Background: an optimization exercise with open tools, aiming at small area, a short achievable clock period and few clock cycles per item. Do not read the settings as production practice.
No functional check of the RTL was part of this run.

==> design/flow/config.mk <==
export PLATFORM = sky130hd
export DESIGN_NAME = aes_enc_core
export DESIGN_NICKNAME = aes_enc_core
export VERILOG_FILES = /design/flow/design.v
export SDC_FILE = /design/flow/constraint.sdc
export NUM_CORES = 4
export LEC_CHECK = 0
export CAP_MARGIN = 20
export CORE_MARGIN = 2
export CORE_UTILIZATION = 30
export SLEW_MARGIN = 20
==> design/flow/design.v <==
module aes_sbox (
    input  wire [7:0] a,
    output wire [7:0] y
);
    function [3:0] gf4_mul;
        input [3:0] p;
        input [3:0] q;
        reg [6:0] r;
        begin
            r = ({7{q[0]}} & {3'b0, p}) ^ ({7{q[1]}} & {2'b0, p, 1'b0}) ^
                ({7{q[2]}} & {1'b0, p, 2'b0}) ^ ({7{q[3]}} & {p, 3'b0});
            if (r[6]) r = r ^ 7'b1001100;
            if (r[5]) r = r ^ 7'b0100110;
            if (r[4]) r = r ^ 7'b0010011;
            gf4_mul = r[3:0];
        end
    endfunction
    function [3:0] gf4_inv;
        input [3:0] p;
        case (p)
            4'd0: gf4_inv = 4'd0;
            4'd1: gf4_inv = 4'd1;
            4'd2: gf4_inv = 4'd9;
            4'd3: gf4_inv = 4'd14;
            4'd4: gf4_inv = 4'd13;
            4'd5: gf4_inv = 4'd11;
            4'd6: gf4_inv = 4'd7;
            4'd7: gf4_inv = 4'd6;
            4'd8: gf4_inv = 4'd15;
            4'd9: gf4_inv = 4'd2;
            4'd10: gf4_inv = 4'd12;
            4'd11: gf4_inv = 4'd5;
            4'd12: gf4_inv = 4'd10;
            4'd13: gf4_inv = 4'd4;
            4'd14: gf4_inv = 4'd3;
            4'd15: gf4_inv = 4'd8;
            default: gf4_inv = 4'd0;
        endcase
    endfunction
    wire [7:0] m;    
    assign m[0] = a[0] ^ a[5] ^ a[7];
    assign m[1] = a[2];
    assign m[2] = a[2] ^ a[3] ^ a[4] ^ a[5] ^ a[6] ^ a[7];
    assign m[3] = a[3] ^ a[4];
    assign m[4] = a[4] ^ a[5] ^ a[6];
    assign m[5] = a[1] ^ a[4] ^ a[6] ^ a[7];
    assign m[6] = a[2] ^ a[3] ^ a[5] ^ a[7];
    assign m[7] = a[5] ^ a[7];
    wire [3:0] h = m[7:4];
    wire [3:0] l = m[3:0];
    wire [3:0] d = gf4_mul(gf4_mul(h, h), 4'd8) ^ gf4_mul(h, l) ^ gf4_mul(l, l);
    wire [3:0] di = gf4_inv(d);
    wire [7:0] t = {gf4_mul(h, di), gf4_mul(h ^ l, di)};
    assign y[0] = t[0] ^ t[2] ^ t[6] ^ 1'b1;
    assign y[1] = t[0] ^ t[1] ^ t[2] ^ t[3] ^ t[4] ^ t[5] ^ 1'b1;
    assign y[2] = t[0] ^ t[3] ^ t[5] ^ t[6];
    assign y[3] = t[0] ^ t[2] ^ t[5];
    assign y[4] = t[0] ^ t[1] ^ t[3] ^ t[4] ^ t[5];
    assign y[5] = t[1] ^ t[2] ^ t[3] ^ t[5] ^ t[6] ^ t[7] ^ 1'b1;
    assign y[6] = t[4] ^ t[6] ^ t[7] ^ 1'b1;
    assign y[7] = t[1] ^ t[2];
endmodule
module aes_enc_core (
    input  wire         clk,
    input  wire         rst,         
    input  wire         in_valid,
    output wire         in_ready,
    input  wire         key_256,     
    input  wire [255:0] key,
    input  wire [127:0] block,
    output reg          out_valid,
    output wire [127:0] out_data
);
    function [7:0] xtime;
        input [7:0] b;
        xtime = {b[6:0], 1'b0} ^ (b[7] ? 8'h1b : 8'h00);
    endfunction
    function [31:0] mix_column;
        input [31:0] c;
        reg [7:0] a0, a1, a2, a3;
        begin
            a0 = c[31:24]; a1 = c[23:16]; a2 = c[15:8]; a3 = c[7:0];
            mix_column[31:24] = xtime(a0) ^ (xtime(a1) ^ a1) ^ a2 ^ a3;
            mix_column[23:16] = a0 ^ xtime(a1) ^ (xtime(a2) ^ a2) ^ a3;
            mix_column[15:8]  = a0 ^ a1 ^ xtime(a2) ^ (xtime(a3) ^ a3);
            mix_column[7:0]   = (xtime(a0) ^ a0) ^ a1 ^ a2 ^ xtime(a3);
        end
    endfunction
    function [7:0] rcon;
        input [3:0] i;
        case (i)
            4'd1:    rcon = 8'h01;
            4'd2:    rcon = 8'h02;
            4'd3:    rcon = 8'h04;
            4'd4:    rcon = 8'h08;
            4'd5:    rcon = 8'h10;
            4'd6:    rcon = 8'h20;
            4'd7:    rcon = 8'h40;
            4'd8:    rcon = 8'h80;
            4'd9:    rcon = 8'h1b;
            4'd10:   rcon = 8'h36;
            default: rcon = 8'h00;
        endcase
    endfunction
    reg [127:0] state;       
    reg [127:0] kp;          
    reg [127:0] kq;          
    reg [3:0]   round;       
    reg         busy;
    reg         is_256;
    wire [3:0] last_round = is_256 ? 4'd14 : 4'd10;
    assign in_ready = !busy;
    assign out_data = state;
    wire        k_rot  = is_256 ? !round[0] : 1'b1;
    wire [3:0]  k_rci  = is_256 ? {1'b0, round[3:1]} : round;
    wire [127:0] k_base = is_256 ? kp : kq;
    wire [31:0] k_last = kq[31:0];
    wire [31:0] k_word = k_rot ? {k_last[23:0], k_last[31:24]} : k_last;
    wire [31:0] k_sub;
    aes_sbox u_ks0 (.a(k_word[31:24]), .y(k_sub[31:24]));
    aes_sbox u_ks1 (.a(k_word[23:16]), .y(k_sub[23:16]));
    aes_sbox u_ks2 (.a(k_word[15:8]),  .y(k_sub[15:8]));
    aes_sbox u_ks3 (.a(k_word[7:0]),   .y(k_sub[7:0]));
    wire [31:0] k_t  = k_sub ^ {(k_rot ? rcon(k_rci) : 8'h00), 24'h0};
    wire [31:0] k_w0 = k_base[127:96] ^ k_t;
    wire [31:0] k_w1 = k_base[95:64]  ^ k_w0;
    wire [31:0] k_w2 = k_base[63:32]  ^ k_w1;
    wire [31:0] k_w3 = k_base[31:0]   ^ k_w2;
    wire [127:0] k_next = {k_w0, k_w1, k_w2, k_w3};
    wire         use_kq    = is_256 && (round == 4'd1);
    wire [127:0] round_key = use_kq ? kq : k_next;
    wire [127:0] sb;
    genvar i;
    generate
        for (i = 0; i < 16; i = i + 1) begin : g_sbox
            aes_sbox u_sb (.a(state[127-8*i -: 8]), .y(sb[127-8*i -: 8]));
        end
    endgenerate
    wire [127:0] sr;
    generate
        for (i = 0; i < 16; i = i + 1) begin : g_shift
            localparam integer R = i % 4;
            localparam integer C = i / 4;
            localparam integer SRC = 4 * ((C + R) % 4) + R;
            assign sr[127-8*i -: 8] = sb[127-8*SRC -: 8];
        end
    endgenerate
    wire [127:0] mc = {mix_column(sr[127:96]), mix_column(sr[95:64]),
                       mix_column(sr[63:32]),  mix_column(sr[31:0])};
    wire         final_round = (round == last_round);
    wire [127:0] round_out   = (final_round ? sr : mc) ^ round_key;
    always @(posedge clk) begin
        if (rst) begin
            busy      <= 1'b0;
            out_valid <= 1'b0;
            round     <= 4'd0;
        end else begin
            out_valid <= 1'b0;
            if (!busy) begin
                if (in_valid) begin
                    busy  <= 1'b1;
                    round <= 4'd1;
                end
            end else begin
                round <= round + 4'd1;
                if (final_round) begin
                    busy      <= 1'b0;
                    out_valid <= 1'b1;
                end
            end
        end
    end
    always @(posedge clk) begin
        if (!busy) begin
            if (in_valid) begin
                state  <= block ^ key[255:128];
                kp     <= key[255:128];
                kq     <= key_256 ? key[127:0] : key[255:128];
                is_256 <= key_256;
            end
        end else begin
            state <= round_out;
            if (!use_kq) begin
                kp <= kq;
                kq <= k_next;
            end
        end
    end
endmodule
==> design/flow/constraint.sdc <==
create_clock -name core_clock -period 10.0 [get_ports {clk}]
set_input_delay 2.0000 -clock core_clock [delete_from_list [all_inputs] [get_ports {clk}]]
set_output_delay 2.0000 -clock core_clock [all_outputs]
set_load 0.01 [all_outputs]
==> design/flow/run.sh <==
#!/bin/bash
# synth_recipe.tcl (not shown) runs the flow's synth.tcl, then flattens the netlist and writes it again
# the make line also repeats each setting of config.mk as NAME=value (left out here)
make -C /OpenROAD-flow-scripts/flow DESIGN_CONFIG=/design/flow/config.mk WORK_HOME=/design/flow/orfs CLKGATE_MAP_FILE= SYNTH_SCRIPT=/design/flow/synth_recipe.tcl finish
==> metrics.md <==
| Metric | Value |
|---|---|
| Status | `complete, no violations` |
| Design area | `0.07535 mm²` |
| Slowest CP cell | `edfxtp_1` |
| Critical-path maximum fanout | `12` |
| CORE AREA | `0.2176 mm²` |
| Vias in the first global route | `53,559` |
| Root Driver | `clkbuf_16` |
| Post-cts resize count | `0` |
| Gr ovfl total | `0` |
| P&R area growth vs syn | `14.42%` |
| Final Hold Vio Count | `0` |
| Initial antenna violation count | `23` |
| Part of the cycle the worst path needs | `88.22%` |
| GRT Overall Usage | `approximately 24%` |
| Sequential cell area | `~0.012 mm²` |
| TritonCTS clock tree | `yes` |
| Total CTS buffers | `54` |
| Initial drt markers | `5,391` |
| Total number of vias | `roughly 56,000` |
| I/O pins | `518` |
| HP Class | `reg -> reg` |
| Layout cells sized above 1 | `8.973%` |
| Syn avg cell area | `9.009 µm²` |
| Crit. End Element | `flip-flop` |
| Post-Synthesis Cells | `7,310` |
| Antenna Nets Post-Route | `0` |
| Hold buffer count at cts | `0` |
| Routed WL | `about 280 mm` |
| Via density | `5.341` |
| Clock tree buffer depth | `3` |
| CP dominant cell by count | `xor2_1` |
| FF-to-FF path depth | `24` |
| WL/cell | `26.85 µm` |
| Startpoint type of the worst setup path | `flip-flop` |
| Reg clk slew, reported paths | `0.07 ns` |
| Hold path startpoint | `kq[108]` |
| DR pass1 iterations | `6` |
| Die width | `about 470 µm` |
| Initial core utilization | `approximately 30%` |
| Mapped Nets | `about 7,900` |
| Top_reg_cell synth | `edfxtp_1` |
| Register area share after synthesis | `~18%` |
| Fill cells | `22,111` |
| Setup Fix Bufs, Post-CTS | `0` |
| Yosys top cell by area | `edfxtp_1` |
| Largest net degree at the start of global routing | `139` |
| Least-Margin Pin Slew | `1.228 ns` |
| First-pass GRT wire length | `393.8 mm` |
| Max_cap viols | `0` |
| Placed inst area | `between 0.07 and 0.08 mm²` |
| Post-route DRC violation count | `0` |
| Most frequent cells in the layout | `xnor2_1, nand2_1, xor2_1` |
| Final period demand of the worst path | `8.822 ns` |
| Post-synth EDFFs | `385` |
| Post-synthesis register bit count | `391` |
| Skew final | `0.03146 ns` |
| Rows | `171` |
| Die ar. | `0.2233 mm²` |
| CTS H-tree lvls | `2` |
| Clock latency on the worst-skew pair | `0.69 ns` |
| DPL Wire Length | `227.2 mm` |
| PortBufs | `517` |
| Die Y | `472.5 µm` |
| Crit path required time | `between 10 and 15 ns` |
| Critical path type | `reg -> reg` |
| FMAX | `0.1134 GHz` |
| Post-Route Setup TNS | `0 ns` |
| Warnings from Yosys | `2` |
| RR Startpoint | `state[52]` |
| Synth top area share | `17.55%` |
| Count of different cell masters after synthesis | `roughly 130` |
| Worst Setup SP | `state[52]` |
| Post-place setup slack | `1.228 ns` |
| Clk sinks | `391` |
| Worst stage delay on the critical path | `0.67 ns` |
| Most common cell after layout, fill and taps aside | `xnor2_1` |
| Hold depth | `1` |
| Final Net Count | `8,157` |
| Unrepaired setup endpoints after global routing | `false` |
| RePlAce Congestion | `0.9961` |
| Post-Syn Area | `0.06586 mm²` |
| Synth top area cells | `edfxtp_1, xnor2_1, xor2_1` |
| FFs w/ async S/R, synth | `0%` |
| Finish-stage setup viols | `0` |
| Multi-input logic area | `0.05150 mm²` |
| Final Max Tran Viols | `0` |
| Slew HR | `between 10% and 20%` |
| CP cell instances | `xor2_1 > xnor2_1 > xor2_1 > inv_1 > ha_1 > xor2_1 > xnor3_1 > xor2_2 > inv_2 > ha_1 > or4_1 > a21oi_1 > o21bai_1 > mux2i_1 > a221oi_2 > xor2_1 > xnor3_2 > xnor3_2 > xor2_2 > xnor2_1 > xnor2_1 > a21oi_1 > xor2_1 > a21oi_1` |
| Final setup margin | `1.178 ns` |
| Critical path data arrival time | `around 9 ns` |
==> flip-flops by register name, summed over array words and instances (netlist names) <==
signal     count
is_256         1
busy           1
out_valid      1
kq           128
kp           128
round          4
state        128
==> final timing paths <==
check / slack [ns] / to
worst max-delay path: 1.18 / state[65]
worst min-delay path: 0.61 / kp[108]
worst max register to register: 1.18 / state[65]
worst min register to register: 0.61 / kp[108]
==> worst max-delay path: cells and delay by family (launching register included) <==
kind	cells	cell delay [ns]
AOI/OAI and AO/OA	5	1.70
and+or+nand+nor	1	0.55
adders and majority gates	2	0.59
buffers and inverters	2	0.32
xor gates and xnor gates	13	4.46
muxes	1	0.18
DFF	1	0.67
==> layer usage <==
| metal | global-route usage (%) | vias to the layer above | share of wire, % |
|---|---|---|---|
| li1 | - | 25831 | - |
| met1 | 30.85 | 27297 | 41 |
| met2 | 36.93 | 2257 | 43 |
| met3 | 4.212 | 488 | 7.3 |
| met4 | 17.21 | 6 | 8.4 |
| met5 | 0 | - | 0.014 |
==> cells by family (layout without fill, tap and decap cells) <==
logic type	Yosys count	after routing	share of synthesized area, %
adders and majority gates	252	252	4.647
other	0	8	0
muxes	540	540	8.937
and+or+nand+nor	1832	1832	12.63
DFF	391	391	17.74
buffers and inverters	637	928	4.203
AOI/OAI and AO/OA	1343	1343	13.20
xor gates and xnor gates	2315	2315	38.64
==> area by class of cell <==
type                    count  area share, %
multi-input cells        6282          68.35
clock inverters            39         0.4417
flip-flops and latches    391          15.51
well taps                2854          4.739
repair buffers            625          8.053
diodes                      8        0.02657
inverters                 203          1.028
clock buffers              61          1.856
==> stage by stage <==
| stage | hold slack [ns] | std cells | util [%] |
|---|---|---|---|
| floorplan | 0.5684 | 7310 | - |
| detailed placement | 0.5938 | 10350 | 33.78 |
| global route | 0.6256 | 10457 | 34.62 |
| finish | 0.6120 | 10463 | 34.63 |
| CTS | 0.6136 | 10450 | 34.58 |
| global placement | 0.5798 | 10350 | 33.77 |
==> synthesized netlist by cell type, drive strengths merged (86+ instances only) <==
library cell	number
xnor3	239
a21oi	347
nor2	468
clkbuf	240
inv	196
nand3	86
mux2	194
o21ai	404
xor2	690
edfxtp	385
nor2b	116
ha	212
buf	194
a211oi	131
xnor2	1331
nand2	781
mux2i	336

## static timing again, ports no longer ideal
The flow's constraints put no driver on any port. The routed layout listed below was extracted and timed again, unchanged, in two steps.
Step 1 (the two cells are an assumption about what drives the block):
set clk [get_ports {clk}]
set_driving_cell -lib_cell sky130_fd_sc_hd__clkbuf_16 $clk
set_driving_cell -lib_cell sky130_fd_sc_hd__buf_2 [delete_from_list [all_inputs] $clk]
Step 2 times the ports against the registers' clock, not the clock port: input delays grow and output delays shrink by t, the midpoint of the rising clock arrivals with the driver on.
Three values: ideal, step 1, step 2; two values: the first two.
t, ns: 0.769
slack for setup (ns): 1.178 / 1.178 / 1.178
worst setup path after step 2: register to register
latest minus earliest clock arrival (ns): 0.033 / 0.032
worst register clock-pin slew, ns: 0.07 / 0.07
After both steps this run still meets setup and hold. For this run, drivers alone change the setup slack by 0.000 ns; drivers and shift together by 0.000 ns.
